This design comes from an exercise in tuning for small area, a short achievable clock period and few clock cycles per item on the open sky130 flow, not from production work.
For this run, only the layout was checked, not whether the RTL still works.

==> flow/design.v <==
module sb_xor  (input wire a, input wire b, output wire y); assign y = a ^ b;    endmodule
module sb_xnor (input wire a, input wire b, output wire y); assign y = ~(a ^ b); endmodule
module sb_nand (input wire a, input wire b, output wire y); assign y = ~(a & b); endmodule
module sb_nandb (input wire a, input wire b_n, output wire y); assign y = ~(a & ~b_n); endmodule
module sb_nor  (input wire a, input wire b, output wire y); assign y = ~(a | b); endmodule
module sb_muxi (input wire s, input wire a0, input wire a1, output wire y); assign y = ~(s ? a1 : a0); endmodule
module sb_f00001011 (input wire a, input wire b, input wire c, output wire y);
  wire [7:0] t = 8'b11010000;   
  assign y = t[{a, b, c}];
endmodule
module sb_f00010100 (input wire a, input wire b, input wire c, output wire y);
  wire [7:0] t = 8'b00101000;   
  assign y = t[{a, b, c}];
endmodule
module sb_f00110101 (input wire a, input wire b, input wire c, output wire y);
  wire [7:0] t = 8'b10101100;   
  assign y = t[{a, b, c}];
endmodule
module sb_f00110111 (input wire a, input wire b, input wire c, output wire y);
  wire [7:0] t = 8'b11101100;   
  assign y = t[{a, b, c}];
endmodule
module sb_f00111001 (input wire a, input wire b, input wire c, output wire y);
  wire [7:0] t = 8'b10011100;   
  assign y = t[{a, b, c}];
endmodule
module sb_f01000001 (input wire a, input wire b, input wire c, output wire y);
  wire [7:0] t = 8'b10000010;   
  assign y = t[{a, b, c}];
endmodule
module sb_f10101111 (input wire a, input wire b, input wire c, output wire y);
  wire [7:0] t = 8'b11110101;   
  assign y = t[{a, b, c}];
endmodule
module sb_f11011101 (input wire a, input wire b, input wire c, output wire y);
  wire [7:0] t = 8'b10111011;   
  assign y = t[{a, b, c}];
endmodule
module aes_sbox (
  input  wire [7:0] a,
  output wire [7:0] y
);
  wire U0 = a[7], U1 = a[6], U2 = a[5], U3 = a[4];
  wire U4 = a[3], U5 = a[2], U6 = a[1], U7 = a[0];
  wire T1, T2, T3, T4, T5, T6, T7, T8, T9, T10, T11, T12;
  wire T13, T14, T15, T16, T17, T18, T19, T20, T21, T22, T23, T24;
  wire T25, T26, T27, n_M1, n_M2, n_M4, n_M6, n_M7, n_M9, n_M11, n_M12, n_M14;
  wire M13, Q0, Q1, M20, Q2, Q3, Q8, M21, Q4, Q5, M22, Q6;
  wire Q7, Q9, M23, M37p, M37r, n_M37, M38p, M38r, n_M38, M39p, M39r, n_M39;
  wire M40p, M40r, n_M40, n_A0, n_A1, n_A2, n_A3, n_A4, n_A5, n_A6, n_A7, n_A8;
  wire n_A9, n_A10, n_A11, n_A12, n_A13, n_A14, n_A15, n_A16, n_A17, n_A18, n_A19, n_A20;
  wire n_A21, n_A22, n_A23, n_A24, n_A25, n_A26, n_A27, n_A28, n_A29, P0_37, P0_38, P0_39;
  wire P0_40, n_P1_37, P1_38, P1_39, P1_40, P2_37, P2_38, P2_39, P2_40, P3_37, P3_38, P3_39;
  wire P3_40, P4_37, P4_38, P4_39, P4_40, P5_37, P5_38, P5_39, P5_40, P6_37, P6_38, P6_39;
  wire P6_40, P7_37, P7_38, P7_39, P7_40, Z0, W0, Z1, W1, Z2, W2, Z3;
  wire W3, Z4, W4, Z5, W5, Z6, W6, Z7, W7;
  wire Y0, Y1, Y2, Y3, Y4, Y5, Y6, Y7;
  sb_xor g0 (.a(U0), .b(U3), .y(T1));
  sb_xor g1 (.a(U0), .b(U5), .y(T2));
  sb_xor g2 (.a(U0), .b(U6), .y(T3));
  sb_xor g3 (.a(U3), .b(U5), .y(T4));
  sb_xor g4 (.a(U4), .b(U6), .y(T5));
  sb_xor g5 (.a(T1), .b(T5), .y(T6));
  sb_xor g6 (.a(U1), .b(U2), .y(T7));
  sb_xor g7 (.a(U7), .b(T6), .y(T8));
  sb_xor g8 (.a(U7), .b(T7), .y(T9));
  sb_xor g9 (.a(T6), .b(T7), .y(T10));
  sb_xor g10 (.a(U1), .b(U5), .y(T11));
  sb_xor g11 (.a(U2), .b(U5), .y(T12));
  sb_xor g12 (.a(T3), .b(T4), .y(T13));
  sb_xor g13 (.a(T6), .b(T11), .y(T14));
  sb_xor g14 (.a(T5), .b(T11), .y(T15));
  sb_xor g15 (.a(T5), .b(T12), .y(T16));
  sb_xor g16 (.a(T9), .b(T16), .y(T17));
  sb_xor g17 (.a(U3), .b(U7), .y(T18));
  sb_xor g18 (.a(T7), .b(T18), .y(T19));
  sb_xor g19 (.a(T1), .b(T19), .y(T20));
  sb_xor g20 (.a(U6), .b(U7), .y(T21));
  sb_xor g21 (.a(T7), .b(T21), .y(T22));
  sb_xor g22 (.a(T2), .b(T22), .y(T23));
  sb_xor g23 (.a(T2), .b(T10), .y(T24));
  sb_xor g24 (.a(T20), .b(T17), .y(T25));
  sb_xor g25 (.a(T3), .b(T16), .y(T26));
  sb_xor g26 (.a(T1), .b(T12), .y(T27));
  sb_nand g27 (.a(T13), .b(T6), .y(n_M1));
  sb_nand g28 (.a(T23), .b(T8), .y(n_M2));
  sb_nand g29 (.a(T19), .b(U7), .y(n_M4));
  sb_nand g30 (.a(T3), .b(T16), .y(n_M6));
  sb_nand g31 (.a(T22), .b(T9), .y(n_M7));
  sb_nand g32 (.a(T20), .b(T17), .y(n_M9));
  sb_nand g33 (.a(T1), .b(T15), .y(n_M11));
  sb_nand g34 (.a(T4), .b(T27), .y(n_M12));
  sb_nand g35 (.a(T2), .b(T10), .y(n_M14));
  sb_xor g36 (.a(n_M12), .b(n_M11), .y(M13));
  sb_xnor g37 (.a(T14), .b(n_M1), .y(Q0));
  sb_xnor g38 (.a(n_M2), .b(M13), .y(Q1));
  sb_xor g39 (.a(Q0), .b(Q1), .y(M20));
  sb_xor g40 (.a(n_M4), .b(n_M1), .y(Q2));
  sb_xnor g41 (.a(Q2), .b(n_M14), .y(Q3));
  sb_xnor g42 (.a(n_M11), .b(T24), .y(Q8));
  sb_xor g43 (.a(Q3), .b(Q8), .y(M21));
  sb_xnor g44 (.a(T26), .b(n_M6), .y(Q4));
  sb_xnor g45 (.a(n_M7), .b(M13), .y(Q5));
  sb_xor g46 (.a(Q4), .b(Q5), .y(M22));
  sb_xor g47 (.a(n_M6), .b(n_M11), .y(Q6));
  sb_xor g48 (.a(Q6), .b(T25), .y(Q7));
  sb_xor g49 (.a(n_M9), .b(n_M14), .y(Q9));
  sb_xor g50 (.a(Q7), .b(Q9), .y(M23));
  sb_f00110111 g51 (.a(M20), .b(M21), .c(M22), .y(M37p));
  sb_f00001011 g52 (.a(M20), .b(M21), .c(M22), .y(M37r));
  sb_muxi g53 (.s(M23), .a0(M37p), .a1(M37r), .y(n_M37));
  sb_f00111001 g54 (.a(M20), .b(M21), .c(M22), .y(M38p));
  sb_f00110101 g55 (.a(M20), .b(M21), .c(M22), .y(M38r));
  sb_muxi g56 (.s(M23), .a0(M38p), .a1(M38r), .y(n_M38));
  sb_f00010100 g57 (.a(M20), .b(M21), .c(M22), .y(M39p));
  sb_f11011101 g58 (.a(M20), .b(M21), .c(M22), .y(M39r));
  sb_muxi g59 (.s(M23), .a0(M39p), .a1(M39r), .y(n_M39));
  sb_f01000001 g60 (.a(M20), .b(M21), .c(M22), .y(M40p));
  sb_f10101111 g61 (.a(M20), .b(M21), .c(M22), .y(M40r));
  sb_muxi g62 (.s(M23), .a0(M40p), .a1(M40r), .y(n_M40));
  sb_xnor g63 (.a(T4), .b(T11), .y(n_A0));
  sb_xnor g64 (.a(T14), .b(T24), .y(n_A1));
  sb_xor g65 (.a(T25), .b(n_A0), .y(n_A2));
  sb_xor g66 (.a(T8), .b(n_A0), .y(n_A3));
  sb_xnor g67 (.a(U1), .b(T8), .y(n_A4));
  sb_xor g68 (.a(T26), .b(n_A3), .y(n_A5));
  sb_xnor g69 (.a(T14), .b(T22), .y(n_A6));
  sb_xnor g70 (.a(U4), .b(T23), .y(n_A7));
  sb_xor g71 (.a(T25), .b(n_A6), .y(n_A8));
  sb_xor g72 (.a(T9), .b(n_A3), .y(n_A9));
  sb_xnor g73 (.a(n_A7), .b(n_A8), .y(n_A10));
  sb_xnor g74 (.a(T19), .b(T21), .y(n_A11));
  sb_xor g75 (.a(T27), .b(n_A7), .y(n_A12));
  sb_xor g76 (.a(T21), .b(n_A5), .y(n_A13));
  sb_xor g77 (.a(T5), .b(n_A4), .y(n_A14));
  sb_xnor g78 (.a(n_A5), .b(n_A6), .y(n_A15));
  sb_xor g79 (.a(T26), .b(n_A14), .y(n_A16));
  sb_xor g80 (.a(U1), .b(n_A5), .y(n_A17));
  sb_xor g81 (.a(T10), .b(n_A11), .y(n_A18));
  sb_xnor g82 (.a(n_A7), .b(n_A9), .y(n_A19));
  sb_xor g83 (.a(T17), .b(n_A0), .y(n_A20));
  sb_xnor g84 (.a(T4), .b(T9), .y(n_A21));
  sb_xnor g85 (.a(n_A18), .b(n_A20), .y(n_A22));
  sb_xor g86 (.a(T13), .b(n_A11), .y(n_A23));
  sb_xnor g87 (.a(n_A18), .b(n_A21), .y(n_A24));
  sb_xnor g88 (.a(T15), .b(T24), .y(n_A25));
  sb_xor g89 (.a(T12), .b(n_A9), .y(n_A26));
  sb_xor g90 (.a(T23), .b(n_A6), .y(n_A27));
  sb_xor g91 (.a(U0), .b(n_A0), .y(n_A28));
  sb_xnor g92 (.a(T11), .b(T26), .y(n_A29));
  sb_nor g93 (.a(n_M37), .b(n_A0), .y(P0_37));
  sb_nor g94 (.a(n_M38), .b(n_A7), .y(P0_38));
  sb_nor g95 (.a(n_M39), .b(n_A29), .y(P0_39));
  sb_nor g96 (.a(n_M40), .b(n_A14), .y(P0_40));
  sb_nandb g97 (.a(T24), .b_n(n_M37), .y(n_P1_37));
  sb_nor g98 (.a(n_M38), .b(n_A1), .y(P1_38));
  sb_nor g99 (.a(n_M39), .b(n_A11), .y(P1_39));
  sb_nor g100 (.a(n_M40), .b(n_A28), .y(P1_40));
  sb_nor g101 (.a(n_M37), .b(n_A6), .y(P2_37));
  sb_nor g102 (.a(n_M38), .b(n_A10), .y(P2_38));
  sb_nor g103 (.a(n_M39), .b(n_A19), .y(P2_39));
  sb_nor g104 (.a(n_M40), .b(n_A23), .y(P2_40));
  sb_nor g105 (.a(n_M37), .b(n_A9), .y(P3_37));
  sb_nor g106 (.a(n_M38), .b(n_A12), .y(P3_38));
  sb_nor g107 (.a(n_M39), .b(n_A18), .y(P3_39));
  sb_nor g108 (.a(n_M40), .b(n_A13), .y(P3_40));
  sb_nor g109 (.a(n_M37), .b(n_A3), .y(P4_37));
  sb_nor g110 (.a(n_M38), .b(n_A21), .y(P4_38));
  sb_nor g111 (.a(n_M39), .b(n_A8), .y(P4_39));
  sb_nor g112 (.a(n_M40), .b(n_A2), .y(P4_40));
  sb_nor g113 (.a(n_M37), .b(n_A16), .y(P5_37));
  sb_nor g114 (.a(n_M38), .b(n_A22), .y(P5_38));
  sb_nor g115 (.a(n_M39), .b(n_A15), .y(P5_39));
  sb_nor g116 (.a(n_M40), .b(n_A17), .y(P5_40));
  sb_nor g117 (.a(n_M37), .b(n_A24), .y(P6_37));
  sb_nor g118 (.a(n_M38), .b(n_A15), .y(P6_38));
  sb_nor g119 (.a(n_M39), .b(n_A25), .y(P6_39));
  sb_nor g120 (.a(n_M40), .b(n_A27), .y(P6_40));
  sb_nor g121 (.a(n_M37), .b(n_A5), .y(P7_37));
  sb_nor g122 (.a(n_M38), .b(n_A4), .y(P7_38));
  sb_nor g123 (.a(n_M39), .b(n_A20), .y(P7_39));
  sb_nor g124 (.a(n_M40), .b(n_A26), .y(P7_40));
  sb_xor g125 (.a(P0_37), .b(P0_38), .y(Z0));
  sb_xor g126 (.a(P0_39), .b(P0_40), .y(W0));
  sb_xor g127 (.a(Z0), .b(W0), .y(Y0));
  sb_xnor g128 (.a(n_P1_37), .b(P1_38), .y(Z1));
  sb_xor g129 (.a(P1_39), .b(P1_40), .y(W1));
  sb_xnor g130 (.a(Z1), .b(W1), .y(Y1));
  sb_xor g131 (.a(P2_37), .b(P2_38), .y(Z2));
  sb_xor g132 (.a(P2_39), .b(P2_40), .y(W2));
  sb_xnor g133 (.a(Z2), .b(W2), .y(Y2));
  sb_xor g134 (.a(P3_37), .b(P3_38), .y(Z3));
  sb_xor g135 (.a(P3_39), .b(P3_40), .y(W3));
  sb_xor g136 (.a(Z3), .b(W3), .y(Y3));
  sb_xor g137 (.a(P4_37), .b(P4_38), .y(Z4));
  sb_xor g138 (.a(P4_39), .b(P4_40), .y(W4));
  sb_xor g139 (.a(Z4), .b(W4), .y(Y4));
  sb_xor g140 (.a(P5_37), .b(P5_38), .y(Z5));
  sb_xor g141 (.a(P5_39), .b(P5_40), .y(W5));
  sb_xor g142 (.a(Z5), .b(W5), .y(Y5));
  sb_xor g143 (.a(P6_37), .b(P6_38), .y(Z6));
  sb_xor g144 (.a(P6_39), .b(P6_40), .y(W6));
  sb_xnor g145 (.a(Z6), .b(W6), .y(Y6));
  sb_xor g146 (.a(P7_37), .b(P7_38), .y(Z7));
  sb_xor g147 (.a(P7_39), .b(P7_40), .y(W7));
  sb_xnor g148 (.a(Z7), .b(W7), .y(Y7));
  assign y = {Y0, Y1, Y2, Y3, Y4, Y5, Y6, Y7};
endmodule
module aes_sbox_d (
  input  wire [7:0] a,
  output wire [7:0] y,
  output wire [7:0] y2
);
  wire U0 = a[7], U1 = a[6], U2 = a[5], U3 = a[4];
  wire U4 = a[3], U5 = a[2], U6 = a[1], U7 = a[0];
  wire T1, T2, T3, T4, T5, T6, T7, T8, T9, T10, T11, T12;
  wire T13, T14, T15, T16, T17, T18, T19, T20, T21, T22, T23, T24;
  wire T25, T26, T27, n_M1, n_M2, n_M4, n_M6, n_M7, n_M9, n_M11, n_M12, n_M14;
  wire M13, Q0, Q1, M20, Q2, Q3, Q8, M21, Q4, Q5, M22, Q6;
  wire Q7, Q9, M23, M37p, M37r, n_M37, M38p, M38r, n_M38, M39p, M39r, n_M39;
  wire M40p, M40r, n_M40, n_A0, n_A1, n_A2, n_A3, n_A4, n_A5, n_A6, n_A7, n_A8;
  wire n_A9, n_A10, n_A11, n_A12, n_A13, n_A14, n_A15, n_A16, n_A17, n_A18, n_A19, n_A20;
  wire n_A21, n_A22, n_A23, n_A24, n_A25, n_A26, n_A27, n_A28, n_A29, P0_37, P0_38, P0_39;
  wire P0_40, n_P1_37, P1_38, P1_39, P1_40, P2_37, P2_38, P2_39, P2_40, P3_37, P3_38, P3_39;
  wire P3_40, P4_37, P4_38, P4_39, P4_40, P5_37, P5_38, P5_39, P5_40, P6_37, P6_38, P6_39;
  wire P6_40, P7_37, P7_38, P7_39, P7_40, Z0, W0, Z1, W1, Z2, W2, Z3;
  wire W3, Z4, W4, Z5, W5, Z6, W6, Z7, W7;
  wire Y0, Y1, Y2, Y3, Y4, Y5, Y6, Y7;
  sb_xor g0 (.a(U0), .b(U3), .y(T1));
  sb_xor g1 (.a(U0), .b(U5), .y(T2));
  sb_xor g2 (.a(U0), .b(U6), .y(T3));
  sb_xor g3 (.a(U3), .b(U5), .y(T4));
  sb_xor g4 (.a(U4), .b(U6), .y(T5));
  sb_xor g5 (.a(T1), .b(T5), .y(T6));
  sb_xor g6 (.a(U1), .b(U2), .y(T7));
  sb_xor g7 (.a(U7), .b(T6), .y(T8));
  sb_xor g8 (.a(U7), .b(T7), .y(T9));
  sb_xor g9 (.a(T6), .b(T7), .y(T10));
  sb_xor g10 (.a(U1), .b(U5), .y(T11));
  sb_xor g11 (.a(U2), .b(U5), .y(T12));
  sb_xor g12 (.a(T3), .b(T4), .y(T13));
  sb_xor g13 (.a(T6), .b(T11), .y(T14));
  sb_xor g14 (.a(T5), .b(T11), .y(T15));
  sb_xor g15 (.a(T5), .b(T12), .y(T16));
  sb_xor g16 (.a(T9), .b(T16), .y(T17));
  sb_xor g17 (.a(U3), .b(U7), .y(T18));
  sb_xor g18 (.a(T7), .b(T18), .y(T19));
  sb_xor g19 (.a(T1), .b(T19), .y(T20));
  sb_xor g20 (.a(U6), .b(U7), .y(T21));
  sb_xor g21 (.a(T7), .b(T21), .y(T22));
  sb_xor g22 (.a(T2), .b(T22), .y(T23));
  sb_xor g23 (.a(T2), .b(T10), .y(T24));
  sb_xor g24 (.a(T20), .b(T17), .y(T25));
  sb_xor g25 (.a(T3), .b(T16), .y(T26));
  sb_xor g26 (.a(T1), .b(T12), .y(T27));
  sb_nand g27 (.a(T13), .b(T6), .y(n_M1));
  sb_nand g28 (.a(T23), .b(T8), .y(n_M2));
  sb_nand g29 (.a(T19), .b(U7), .y(n_M4));
  sb_nand g30 (.a(T3), .b(T16), .y(n_M6));
  sb_nand g31 (.a(T22), .b(T9), .y(n_M7));
  sb_nand g32 (.a(T20), .b(T17), .y(n_M9));
  sb_nand g33 (.a(T1), .b(T15), .y(n_M11));
  sb_nand g34 (.a(T4), .b(T27), .y(n_M12));
  sb_nand g35 (.a(T2), .b(T10), .y(n_M14));
  sb_xor g36 (.a(n_M12), .b(n_M11), .y(M13));
  sb_xnor g37 (.a(T14), .b(n_M1), .y(Q0));
  sb_xnor g38 (.a(n_M2), .b(M13), .y(Q1));
  sb_xor g39 (.a(Q0), .b(Q1), .y(M20));
  sb_xor g40 (.a(n_M4), .b(n_M1), .y(Q2));
  sb_xnor g41 (.a(Q2), .b(n_M14), .y(Q3));
  sb_xnor g42 (.a(n_M11), .b(T24), .y(Q8));
  sb_xor g43 (.a(Q3), .b(Q8), .y(M21));
  sb_xnor g44 (.a(T26), .b(n_M6), .y(Q4));
  sb_xnor g45 (.a(n_M7), .b(M13), .y(Q5));
  sb_xor g46 (.a(Q4), .b(Q5), .y(M22));
  sb_xor g47 (.a(n_M6), .b(n_M11), .y(Q6));
  sb_xor g48 (.a(Q6), .b(T25), .y(Q7));
  sb_xor g49 (.a(n_M9), .b(n_M14), .y(Q9));
  sb_xor g50 (.a(Q7), .b(Q9), .y(M23));
  sb_f00110111 g51 (.a(M20), .b(M21), .c(M22), .y(M37p));
  sb_f00001011 g52 (.a(M20), .b(M21), .c(M22), .y(M37r));
  sb_muxi g53 (.s(M23), .a0(M37p), .a1(M37r), .y(n_M37));
  sb_f00111001 g54 (.a(M20), .b(M21), .c(M22), .y(M38p));
  sb_f00110101 g55 (.a(M20), .b(M21), .c(M22), .y(M38r));
  sb_muxi g56 (.s(M23), .a0(M38p), .a1(M38r), .y(n_M38));
  sb_f00010100 g57 (.a(M20), .b(M21), .c(M22), .y(M39p));
  sb_f11011101 g58 (.a(M20), .b(M21), .c(M22), .y(M39r));
  sb_muxi g59 (.s(M23), .a0(M39p), .a1(M39r), .y(n_M39));
  sb_f01000001 g60 (.a(M20), .b(M21), .c(M22), .y(M40p));
  sb_f10101111 g61 (.a(M20), .b(M21), .c(M22), .y(M40r));
  sb_muxi g62 (.s(M23), .a0(M40p), .a1(M40r), .y(n_M40));
  sb_xnor g63 (.a(T4), .b(T11), .y(n_A0));
  sb_xnor g64 (.a(T14), .b(T24), .y(n_A1));
  sb_xor g65 (.a(T25), .b(n_A0), .y(n_A2));
  sb_xor g66 (.a(T8), .b(n_A0), .y(n_A3));
  sb_xnor g67 (.a(U1), .b(T8), .y(n_A4));
  sb_xor g68 (.a(T26), .b(n_A3), .y(n_A5));
  sb_xnor g69 (.a(T14), .b(T22), .y(n_A6));
  sb_xnor g70 (.a(U4), .b(T23), .y(n_A7));
  sb_xor g71 (.a(T25), .b(n_A6), .y(n_A8));
  sb_xor g72 (.a(T9), .b(n_A3), .y(n_A9));
  sb_xnor g73 (.a(n_A7), .b(n_A8), .y(n_A10));
  sb_xnor g74 (.a(T19), .b(T21), .y(n_A11));
  sb_xor g75 (.a(T27), .b(n_A7), .y(n_A12));
  sb_xor g76 (.a(T21), .b(n_A5), .y(n_A13));
  sb_xor g77 (.a(T5), .b(n_A4), .y(n_A14));
  sb_xnor g78 (.a(n_A5), .b(n_A6), .y(n_A15));
  sb_xor g79 (.a(T26), .b(n_A14), .y(n_A16));
  sb_xor g80 (.a(U1), .b(n_A5), .y(n_A17));
  sb_xor g81 (.a(T10), .b(n_A11), .y(n_A18));
  sb_xnor g82 (.a(n_A7), .b(n_A9), .y(n_A19));
  sb_xor g83 (.a(T17), .b(n_A0), .y(n_A20));
  sb_xnor g84 (.a(T4), .b(T9), .y(n_A21));
  sb_xnor g85 (.a(n_A18), .b(n_A20), .y(n_A22));
  sb_xor g86 (.a(T13), .b(n_A11), .y(n_A23));
  sb_xnor g87 (.a(n_A18), .b(n_A21), .y(n_A24));
  sb_xnor g88 (.a(T15), .b(T24), .y(n_A25));
  sb_xor g89 (.a(T12), .b(n_A9), .y(n_A26));
  sb_xor g90 (.a(T23), .b(n_A6), .y(n_A27));
  sb_xor g91 (.a(U0), .b(n_A0), .y(n_A28));
  sb_xnor g92 (.a(T11), .b(T26), .y(n_A29));
  sb_nor g93 (.a(n_M37), .b(n_A0), .y(P0_37));
  sb_nor g94 (.a(n_M38), .b(n_A7), .y(P0_38));
  sb_nor g95 (.a(n_M39), .b(n_A29), .y(P0_39));
  sb_nor g96 (.a(n_M40), .b(n_A14), .y(P0_40));
  sb_nandb g97 (.a(T24), .b_n(n_M37), .y(n_P1_37));
  sb_nor g98 (.a(n_M38), .b(n_A1), .y(P1_38));
  sb_nor g99 (.a(n_M39), .b(n_A11), .y(P1_39));
  sb_nor g100 (.a(n_M40), .b(n_A28), .y(P1_40));
  sb_nor g101 (.a(n_M37), .b(n_A6), .y(P2_37));
  sb_nor g102 (.a(n_M38), .b(n_A10), .y(P2_38));
  sb_nor g103 (.a(n_M39), .b(n_A19), .y(P2_39));
  sb_nor g104 (.a(n_M40), .b(n_A23), .y(P2_40));
  sb_nor g105 (.a(n_M37), .b(n_A9), .y(P3_37));
  sb_nor g106 (.a(n_M38), .b(n_A12), .y(P3_38));
  sb_nor g107 (.a(n_M39), .b(n_A18), .y(P3_39));
  sb_nor g108 (.a(n_M40), .b(n_A13), .y(P3_40));
  sb_nor g109 (.a(n_M37), .b(n_A3), .y(P4_37));
  sb_nor g110 (.a(n_M38), .b(n_A21), .y(P4_38));
  sb_nor g111 (.a(n_M39), .b(n_A8), .y(P4_39));
  sb_nor g112 (.a(n_M40), .b(n_A2), .y(P4_40));
  sb_nor g113 (.a(n_M37), .b(n_A16), .y(P5_37));
  sb_nor g114 (.a(n_M38), .b(n_A22), .y(P5_38));
  sb_nor g115 (.a(n_M39), .b(n_A15), .y(P5_39));
  sb_nor g116 (.a(n_M40), .b(n_A17), .y(P5_40));
  sb_nor g117 (.a(n_M37), .b(n_A24), .y(P6_37));
  sb_nor g118 (.a(n_M38), .b(n_A15), .y(P6_38));
  sb_nor g119 (.a(n_M39), .b(n_A25), .y(P6_39));
  sb_nor g120 (.a(n_M40), .b(n_A27), .y(P6_40));
  sb_nor g121 (.a(n_M37), .b(n_A5), .y(P7_37));
  sb_nor g122 (.a(n_M38), .b(n_A4), .y(P7_38));
  sb_nor g123 (.a(n_M39), .b(n_A20), .y(P7_39));
  sb_nor g124 (.a(n_M40), .b(n_A26), .y(P7_40));
  sb_xor g125 (.a(P0_37), .b(P0_38), .y(Z0));
  sb_xor g126 (.a(P0_39), .b(P0_40), .y(W0));
  sb_xor g127 (.a(Z0), .b(W0), .y(Y0));
  sb_xnor g128 (.a(n_P1_37), .b(P1_38), .y(Z1));
  sb_xor g129 (.a(P1_39), .b(P1_40), .y(W1));
  sb_xnor g130 (.a(Z1), .b(W1), .y(Y1));
  sb_xor g131 (.a(P2_37), .b(P2_38), .y(Z2));
  sb_xor g132 (.a(P2_39), .b(P2_40), .y(W2));
  sb_xnor g133 (.a(Z2), .b(W2), .y(Y2));
  sb_xor g134 (.a(P3_37), .b(P3_38), .y(Z3));
  sb_xor g135 (.a(P3_39), .b(P3_40), .y(W3));
  sb_xor g136 (.a(Z3), .b(W3), .y(Y3));
  sb_xor g137 (.a(P4_37), .b(P4_38), .y(Z4));
  sb_xor g138 (.a(P4_39), .b(P4_40), .y(W4));
  sb_xor g139 (.a(Z4), .b(W4), .y(Y4));
  sb_xor g140 (.a(P5_37), .b(P5_38), .y(Z5));
  sb_xor g141 (.a(P5_39), .b(P5_40), .y(W5));
  sb_xor g142 (.a(Z5), .b(W5), .y(Y5));
  sb_xor g143 (.a(P6_37), .b(P6_38), .y(Z6));
  sb_xor g144 (.a(P6_39), .b(P6_40), .y(W6));
  sb_xnor g145 (.a(Z6), .b(W6), .y(Y6));
  sb_xor g146 (.a(P7_37), .b(P7_38), .y(Z7));
  sb_xor g147 (.a(P7_39), .b(P7_40), .y(W7));
  sb_xnor g148 (.a(Z7), .b(W7), .y(Y7));
  assign y = {Y0, Y1, Y2, Y3, Y4, Y5, Y6, Y7};
  wire R0, R1, R2, R3, R4, R5, R6, R7;
  sb_xor d127 (.a(Z0), .b(W0), .y(R0));
  sb_xnor d130 (.a(Z1), .b(W1), .y(R1));
  sb_xnor d133 (.a(Z2), .b(W2), .y(R2));
  sb_xor d136 (.a(Z3), .b(W3), .y(R3));
  sb_xor d139 (.a(Z4), .b(W4), .y(R4));
  sb_xor d142 (.a(Z5), .b(W5), .y(R5));
  sb_xnor d145 (.a(Z6), .b(W6), .y(R6));
  sb_xnor d148 (.a(Z7), .b(W7), .y(R7));
  assign y2 = {R0, R1, R2, R3, R4, R5, R6, R7};
endmodule
module aes_round (
  input  wire [127:0] st,
  input  wire [127:0] rk,
  input  wire [7:0]   rcon,
  output wire [127:0] sr,
  output wire [127:0] mc,
  output wire [127:0] next_rk,
  output wire [127:0] kp,        
  output wire [31:0]  ksw        
);
  genvar i, j;
  wire [31:0] w0 = rk[127:96];
  wire [31:0] w1 = rk[95:64];
  wire [31:0] w2 = rk[63:32];
  wire [31:0] w3 = rk[31:0];
  wire [31:0] sw;                        
  aes_sbox ks0 (.a(w3[23:16]), .y(sw[31:24]));
  aes_sbox ks1 (.a(w3[15:8]),  .y(sw[23:16]));
  aes_sbox ks2 (.a(w3[7:0]),   .y(sw[15:8]));
  aes_sbox ks3 (.a(w3[31:24]), .y(sw[7:0]));
  wire [31:0] p0  = w0 ^ {rcon, 24'h0};
  wire [31:0] p1  = p0 ^ w1;
  wire [31:0] p2  = p0 ^ (w1 ^ w2);
  wire [31:0] p3  = (p0 ^ w1) ^ (w2 ^ w3);
  assign kp = {p0, p1, p2, p3};
  assign ksw = sw;
  generate
    for (i = 0; i < 128; i = i + 1) begin : g_ks
      sb_xor xk (.a(kp[i]), .b(sw[i % 32]), .y(next_rk[i]));
    end
  endgenerate
  wire [7:0]   sb [0:15];
  wire [7:0]   sb2 [0:15];
  wire [127:0] srm;
  generate
    for (i = 0; i < 16; i = i + 1) begin : g_sub
      aes_sbox_d sbx (.a(st[127 - 8*i -: 8]), .y(sb[i]), .y2(sb2[i]));
      assign srm[127 - 8*i -: 8] = sb[(i % 4) + 4 * (((i / 4) + (i % 4)) % 4)];
      assign sr[127 - 8*i -: 8]  = sb2[(i % 4) + 4 * (((i / 4) + (i % 4)) % 4)];
    end
  endgenerate
  genvar k, b;
  generate
    for (i = 0; i < 4; i = i + 1) begin : g_mix
      wire [31:0] a = srm[127 - 32*i -: 32];
      wire [31:0] d;                           
      wire [31:0] t;                           
      wire [31:0] x;                           
      wire [31:0] o;                           
      for (k = 0; k < 4; k = k + 1) begin : g_byte
        for (b = 0; b < 8; b = b + 1) begin : g_bit
          sb_xor xd (.a(a[8*(3-k) + b]), .b(a[8*(3-(k+1)%4) + b]), .y(d[8*(3-k) + b]));
          sb_xor xt (.a(a[8*(3-(k+1)%4) + b]), .b(d[8*(3-(k+2)%4) + b]), .y(t[8*(3-k) + b]));
          if (b == 0) begin : g_x0
            assign x[8*(3-k)] = d[8*(3-k) + 7];
          end else if (b == 1 || b == 3 || b == 4) begin : g_xr
            sb_xor xr (.a(d[8*(3-k) + b - 1]), .b(d[8*(3-k) + 7]), .y(x[8*(3-k) + b]));
          end else begin : g_xs
            assign x[8*(3-k) + b] = d[8*(3-k) + b - 1];
          end
          sb_xor xo (.a(x[8*(3-k) + b]), .b(t[8*(3-k) + b]), .y(o[8*(3-k) + b]));
        end
      end
      assign mc[127 - 32*i -: 32] = o;
    end
  endgenerate
endmodule
module kx_sel (
  input  wire [127:0] v,
  input  wire         s1,      
  input  wire         s2,      
  output wire [127:0] y_n
);
  wire [127:0] d1 = {v[126:0], 1'b0} ^ (v[127] ? 128'h87 : 128'h0);
  wire [127:0] d2 = {d1[126:0], 1'b0} ^ (d1[127] ? 128'h87 : 128'h0);
  assign y_n = ~(({128{s1}} & d1) | ({128{s2}} & d2));
endmodule
module st_next (
  input  wire         g,
  input  wire [127:0] m,
  input  wire         s0,
  input  wire [127:0] k,
  input  wire         r,
  input  wire [127:0] s,
  input  wire [127:0] kx_n,
  input  wire [127:0] e,
  output wire [127:0] y
);
  wire [127:0] a, j, b, h, f, nm;
  genvar i;
  generate
    for (i = 0; i < 128; i = i + 1) begin : g_bit
      sb_nand ga (.a(r), .b(s[i]), .y(a[i]));           
      sb_xnor xj (.a(a[i]), .b(e[i]), .y(j[i]));        
      sb_nand gb (.a(s0), .b(k[i]), .y(b[i]));          
      sb_xnor xh (.a(b[i]), .b(j[i]), .y(h[i]));        
      sb_xnor xf (.a(kx_n[i]), .b(h[i]), .y(f[i]));     
      sb_nand gm (.a(g), .b(m[i]), .y(nm[i]));          
      sb_xnor xy (.a(nm[i]), .b(f[i]), .y(y[i]));       
    end
  endgenerate
endmodule
module is_zero16 (
  input  wire [15:0] a,
  output wire        z
);
  assign z = ~|a;
endmodule
module sx_tag_engine (
  input  wire         clk,
  input  wire         rst,         
  input  wire         start,
  output wire         ready,
  input  wire [127:0] key,
  input  wire [63:0]  uid,
  input  wire [15:0]  acmd,
  input  wire [31:0]  acnt,
  input  wire [15:0]  alen,
  input  wire [63:0]  atag,
  input  wire         in_valid,
  output wire         in_ready,
  input  wire [15:0]  in_data,
  output reg          done,
  output wire [63:0]  tag,
  output wire         match
);
  localparam [1:0] P_IDLE = 2'd0,    
                   P_MSG  = 2'd1,    
                   P_L    = 2'd2,    
                   P_FIN  = 2'd3;    
  reg  [1:0]   ph;
  reg  [127:0] st;         
  reg  [127:0] rk;         
  reg  [127:0] blk;        
  reg  [3:0]   rnd;        
  reg          last;       
  reg  [14:0]  wrem;       
  reg          wodd;       
  reg          wz;         
  reg  [2:0]   wpos;       
  reg          bfull;      
  reg  [7:0] rcon;
  always @(*) begin
    case (rnd)
      4'd1:    rcon = 8'h01;
      4'd2:    rcon = 8'h02;
      4'd3:    rcon = 8'h04;
      4'd4:    rcon = 8'h08;
      4'd5:    rcon = 8'h10;
      4'd6:    rcon = 8'h20;
      4'd7:    rcon = 8'h40;
      4'd8:    rcon = 8'h80;
      4'd9:    rcon = 8'h1b;
      default: rcon = 8'h36;
    endcase
  end
  wire [127:0] sr, mc, nrk, kp;
  wire [31:0]  ksw;
  aes_round u_round (.st(st), .rk(rk), .rcon(rcon), .sr(sr), .mc(mc), .next_rk(nrk),
                     .kp(kp), .ksw(ksw));
  wire [127:0] hdr  = {uid, acmd, acnt, alen};
  wire         full = (alen[3:0] == 4'd0);   
  wire [127:0] mask = full ? {128{1'b1}} : ~({128{1'b1}} >> (8 * alen[3:0]));
  wire [127:0] pad  = full ? 128'd0 : ({8'h80, 120'd0} >> (8 * alen[3:0]));
  wire   idle     = (ph == P_IDLE);
  wire   go       = idle && start;
  wire   alen0;
  is_zero16 u_alen0 (.a(alen), .z(alen0));
  assign ready    = idle;
  assign in_ready = !idle && !wz && !bfull;
  wire   take     = in_valid && in_ready;
  wire   adv      = !idle && (!last || ph != P_MSG || bfull);
  wire   lastmsg  = last && ph == P_MSG;
  wire   wone     = (wrem == 15'd1 && !wodd) || (wrem == 15'd0 && wodd);
  reg  [1:0]  ph_n;
  reg  [3:0]  rnd_n;
  reg         last_n, bfull_n, wz_n, done_n, wodd_n;
  reg  [2:0]  wpos_n;
  reg  [14:0] wrem_n;
  always @(*) begin
    ph_n = ph; rnd_n = rnd; last_n = last; bfull_n = bfull; wz_n = wz;
    wpos_n = wpos; wrem_n = wrem; wodd_n = wodd; done_n = 1'b0;
    if (go) begin
      rnd_n   = 4'd1;
      last_n  = 1'b0;
      wrem_n  = alen[15:1];
      wodd_n  = alen[0];
      wz_n    = alen0;
      wpos_n  = 3'd0;
      bfull_n = 1'b0;
      ph_n    = alen0 ? P_L : P_MSG;
    end else if (adv) begin
      rnd_n  = last ? 4'd1 : rnd + 4'd1;
      last_n = (rnd == 4'd9);
      if (last) begin
        case (ph)
          P_MSG: begin
            bfull_n = 1'b0;
            if (wz) ph_n = P_L;
          end
          P_L:   ph_n = P_FIN;
          default: begin              
            done_n = 1'b1;
            ph_n   = P_IDLE;
          end
        endcase
      end
    end
    if (take) begin
      wpos_n = wpos + 3'd1;
      if (wrem != 15'd0) wrem_n = wrem - 15'd1;
      else               wodd_n = 1'b0;
      wz_n   = wone;
      if (wpos == 3'd7 || wone) bfull_n = 1'b1;
    end
    if (rst) begin
      ph_n   = P_IDLE;
      done_n = 1'b0;
    end
  end
  wire   idle_n   = (ph_n == P_IDLE);
  wire   adv_n    = !idle_n && (!last_n || ph_n != P_MSG || bfull_n);
  wire   lmsg_n   = adv_n && last_n && ph_n == P_MSG;
  wire   ll_n     = adv_n && last_n && ph_n == P_L;
  reg    use_mc, use_rn, use_s0, use_k1, use_k2, use_kr, use_b, use_hr, hold,
         ld_key, to_l;
  always @(posedge clk) begin
    use_mc <= adv_n && !last_n;
    use_rn <= adv_n && last_n && (ph_n == P_FIN || (ph_n == P_MSG && !wz_n));
    use_s0 <= adv_n && (!last_n || ph_n == P_FIN || (ph_n == P_MSG && !wz_n));
    use_k1 <= ll_n && full;
    use_k2 <= ll_n && !full;
    use_kr <= lmsg_n || ll_n;
    use_b  <= (lmsg_n && !wz_n) || (ll_n && !alen0);
    use_hr <= ll_n && alen0;
    hold   <= !idle_n && !adv_n;
    ld_key <= adv_n && last_n;
    to_l   <= lmsg_n && wz_n;
  end
  wire   use_k    = go || use_kr;
  wire   use_h    = (go && !alen0) || use_hr;
  wire [127:0] kx_n, st_d;
  wire [127:0] blk_x;
  kx_sel u_kx (.v(blk_x), .s1(use_k1), .s2(use_k2), .y_n(kx_n));
  wire [127:0] early = ({128{use_k}} & key)
                     ^ (({128{use_b}} & blk) | ({128{use_h}} & hdr) | ({128{hold}} & st));
  st_next u_next (.g(use_mc), .m(mc), .s0(use_s0), .k(nrk), .r(use_rn), .s(sr),
                  .kx_n(kx_n), .e(early), .y(st_d));
  assign tag = st[127:64];
  reg  [7:0] mpart;
  assign match = &mpart;
  wire [127:0] blk_e = ph[1] ? 128'd0 : ((blk & mask) ^ pad);
  wire [127:0] bx1;
  genvar i;
  generate
    for (i = 0; i < 128; i = i + 1) begin : g_bx
      sb_xor xb1 (.a(sr[i]), .b(blk_e[i]), .y(bx1[i]));
      sb_xor xb2 (.a(bx1[i]), .b(nrk[i]), .y(blk_x[i]));
    end
  endgenerate
  always @(posedge clk) begin
    ph    <= ph_n;
    done  <= done_n;
    rnd   <= rnd_n;
    last  <= last_n;
    bfull <= bfull_n;
    wz    <= wz_n;
    wpos  <= wpos_n;
    wrem  <= wrem_n;
    wodd  <= wodd_n;
  end
  integer n;
  always @(posedge clk) begin
    st <= st_d;
    rk <= ({128{go || ld_key}} & key) | ({128{use_mc}} & nrk) | ({128{hold}} & rk);
    if (take)
      blk[127 - 16*wpos -: 16] <= {in_data[7:0], in_data[15:8]};
    else if (to_l)
      blk <= blk_x;
    for (n = 0; n < 8; n = n + 1)
      mpart[n] <= (blk_x[64 + 8*n +: 8] == atag[8*n +: 8]);
  end
endmodule
==> flow/flow/run.sh <==
#!/bin/bash
# The standard layout (standard.sh), with one change: the port buffers that
# global placement adds are sky130_fd_sc_hd__buf_1 instead of the delay buffer
# buffer_ports picks by itself.  The whole output goes to standard.log here.
set -euo pipefail
export BUFFER_PORTS_ARGS="-buffer_cell sky130_fd_sc_hd__buf_1"
bash standard.sh > standard.log 2>&1
==> flow/standard.sh <==
#!/bin/bash
# synth_recipe.tcl (not shown) runs the flow's synth.tcl, then flattens the netlist and writes it again
# the make line also repeats each setting of config.mk as NAME=value (left out here)
make -C /OpenROAD-flow-scripts/flow DESIGN_CONFIG=/design/flow/config.mk WORK_HOME=/design/flow/orfs CLKGATE_MAP_FILE= SYNTH_SCRIPT=/design/flow/synth_recipe.tcl "${@:-finish}"
==> flow/config.mk <==
export PLATFORM = sky130hd
export DESIGN_NAME = sx_tag_engine
export DESIGN_NICKNAME = sx_tag_engine
export VERILOG_FILES = /design/flow/design.v
export SDC_FILE = /design/flow/constraint.sdc
export NUM_CORES = 8
export LEC_CHECK = 0
export CAP_MARGIN = 20
export CELL_PAD_IN_SITES_DETAIL_PLACEMENT = 1
export CORE_MARGIN = 2
export CORE_UTILIZATION = 30
export CTS_BUF_LIST = sky130_fd_sc_hd__clkbuf_8
export PLACE_DENSITY = 0.5
export SETUP_SLACK_MARGIN = 2.5
export SLEW_MARGIN = 20
export SYNTH_HIERARCHICAL = 1
export SYNTH_MINIMUM_KEEP_SIZE = 0
==> flow/constraint.sdc <==
create_clock -name core_clock -period 8.0 [get_ports {clk}]
set_input_delay 1.6000 -clock core_clock [delete_from_list [all_inputs] [get_ports {clk}]]
set_output_delay 1.6000 -clock core_clock [all_outputs]
set_load 0.01 [all_outputs]
==> flow_summary.toml <==
[status]
status = "finished clean"

[worst_setup_path]
critPathKind = "flop to flop"
cpMostUsedCell = "xor2_4"
crit_fanout = 8
cp_cell_sequence = "xor2_4 > buf_12 > xor2_4 > xor2_4 > xor2_4 > xnor2_2 > xor2_4 > xnor2_1 > and2_1 > mux2i_4 > nor2_1 > xor2_1 > xnor2_2 > xor2_1 > xor2_1 > a22oi_1 > xnor2_1 > xnor2_1"
worstPathRequired_ns = 8.71
cp_top_family = "XOR/XNOR gates"
cp-start-kind = "flop"
critPathSlowestCell = "xor2_1"
critPathCaptureType = "flop"
cp.buffers_inverters = 1
crit_arrival_ns = 6.28
cp_slowest_stage_delay_ns = 0.67

[final_layout]
syn_to_final_growth_pct = 20.25
final_area_mm2 = 0.07667
fin_nets = 8324
post_route_cells_drive_above_1_share_pct = 16.58
fin_util_pct = 36.22

[routing]
first_iter_violations = 7680
drc_errors = 0
drt_pass1_iterations = 11
vias = 58526
wirelength_um = 330300
antenna_left = 0
via_per_inst = 5.379
avgRoutedWirePerCell_um = 30.36

[synthesis]
ys_warn_count = 8
synth.avg_cell_area_um2 = 8.215
netlist_area_mm2 = 0.06376
postSynthCellCount = 7762
synth_nets = 8117

[global_routing]
grt_pass1_wl_um = 452700
grt_usage_pct = 29.08
grt_pass1_vias = 58459
antenna_found_initial = 26
grt-ovfl-total = 0
grt_max_degree = 129

[die]
die_area_mm2 = 0.2162
rows = 169
ios = 408
dieWidth_um = 465.0
fp.coreArea_mm2 = 0.2117
die_y_um = 465.0
start_util_pct = 30.12

[sta]
finalSetupViolCount = 0
fin_tns_setup_ns = 0
fmax_ghz = 0.1793
rsz0062_at_grt = "yes"
min_period_ns = 5.577
fin_hold_ws_ns = 0.5069
fin_skew_ns = 0.04252
worstMarginPinSlew_ns = 1.253
max-slew-margin-rel_pct = 16.31
hold_viol_final = 0
period_share_pct = 69.71
maxSlewViolCount = 0

[flow_run]
cap_violations = 0

[cts]
cts_tree = "built"
h-tree-depth = 3
cts.sinks = 440
cts_made_buffers = 91
clock-root-buffer = "clkbuf_8"
insertion_delay_ns = 0.85
cts_max_path_buffers = 3
path_clk_slew_ns = 0.06

[worst_hold_path]
hold_class = "flop to flop"

[placed_design]
placed_area_mm2 = 0.06636
place_congestion = 0.9835
io_buffers = 407
dp_hpwl_um = 259700
[routing by layer]
metal	up-vias	wire (µm)	track usage (%)	share of wire (%)
li1	24924	-	-	-
met1	29917	134600	38.36	41
met2	3066	143000	43.77	43
met3	611	29490	5.565	8.9
met4	8	23180	17.61	7.0
met5	-	57	0	0.017
[worst min-delay path, cell delays in order, from the launching register on]
cell	delay (ns)
dfxtp_1	0.34
a222oi_1	0.09
inv_1	0.05
[through the flow]
step / instances / worst slack (ns)
final: 10881 / 2.423
after global routing: 10875 / 2.367
after CTS: 10756 / 2.411
after detailed placement: 10547 / 0.8803
after global placement: 10546 / 0.6767
after floorplan: 7762 / 2.757
[what timing repair did]
action                                  in CTS  in global routing
endpoints found under the setup margin     374                201
buffers inserted                            39                110
hold buffers                                 0                  0
pin swaps                                   37                 72
gates resized for setup                    580                387
[placed cells by master (no fill, tap or decap), drive strengths merged, types with 12 or more instances in the layout]
cell,n
a221oi,128
nand2,740
clkbuf,107
nand4,21
mux2i,81
nor2,931
a22oi,131
nand2b,88
a222oi,256
xnor2,1247
o21ai,16
a21oi,47
edfxtp,131
a21boi,21
ha,15
inv,222
diode,14
nor3,17
a21o,21
dfxtp,309
mux2,21
nor4,12
and3,18
nand3,15
clkinv,25
and2,138
nor2b,30
buf,679
xor2,2472
xnor3,32
[final timing paths]
kind / slack (ns) / start / cells after the start / to
worst max-delay path: 2.42 / rk[17] / 18 / st[123]
worst min-delay path: 0.51 / rk[62] / 2 / rk[62]
worst min register to register: 0.51 / rk[62] / 2 / rk[62]
worst max register to register: 2.42 / rk[17] / 18 / st[123]
[sequential cells by signal (all words and copies together), names as in the netlist, 2 cells and up]
| register | count |
|---|---|
| rcon | 8 |
| blk | 128 |
| rk | 128 |
| wrem | 15 |
| wpos | 3 |
| mpart | 8 |
| ph | 2 |
| st | 128 |
| rnd | 4 |
[cell type report]
| type | instances | area (µm²) |
|---|---|---|
| multi-input cells | 6565 | 56190 |
| well taps | 2821 | 3530 |
| repair buffers | 680 | 4011 |
| diodes | 14 | 35.03 |
| clock inverters | 64 | 447.9 |
| inverters | 191 | 716.9 |
| fillers | 24755 | 135000 |
| clock buffers | 106 | 1459 |
| flip-flops and latches | 440 | 10290 |

[static timing again, ports no longer ideal]
The flow's constraints put no driver on any port. The routed layout listed below was extracted and timed again, unchanged, in two steps.
Step 1, drivers: a clkbuf_16 drives clk and a buf_2 each remaining input, both assumed.
Step 2 also shifts input and output timing later by t, the mid clock arrival at the registers, as if the neighbouring blocks saw the same clock.
Slacks: no drivers / after step 1 / after step 2; pairs: no drivers / after step 1.
shift t [ns]: 0.913
setup slack, ns: 2.423 / 2.423 / 2.340
worst hold slack (ns): 0.507 / 0.507 / 0.507
worst setup path after step 2: input to register
After both steps this run still meets setup and hold. For this run, drivers alone change the setup slack by 0.000 ns; drivers and shift together by -0.083 ns.
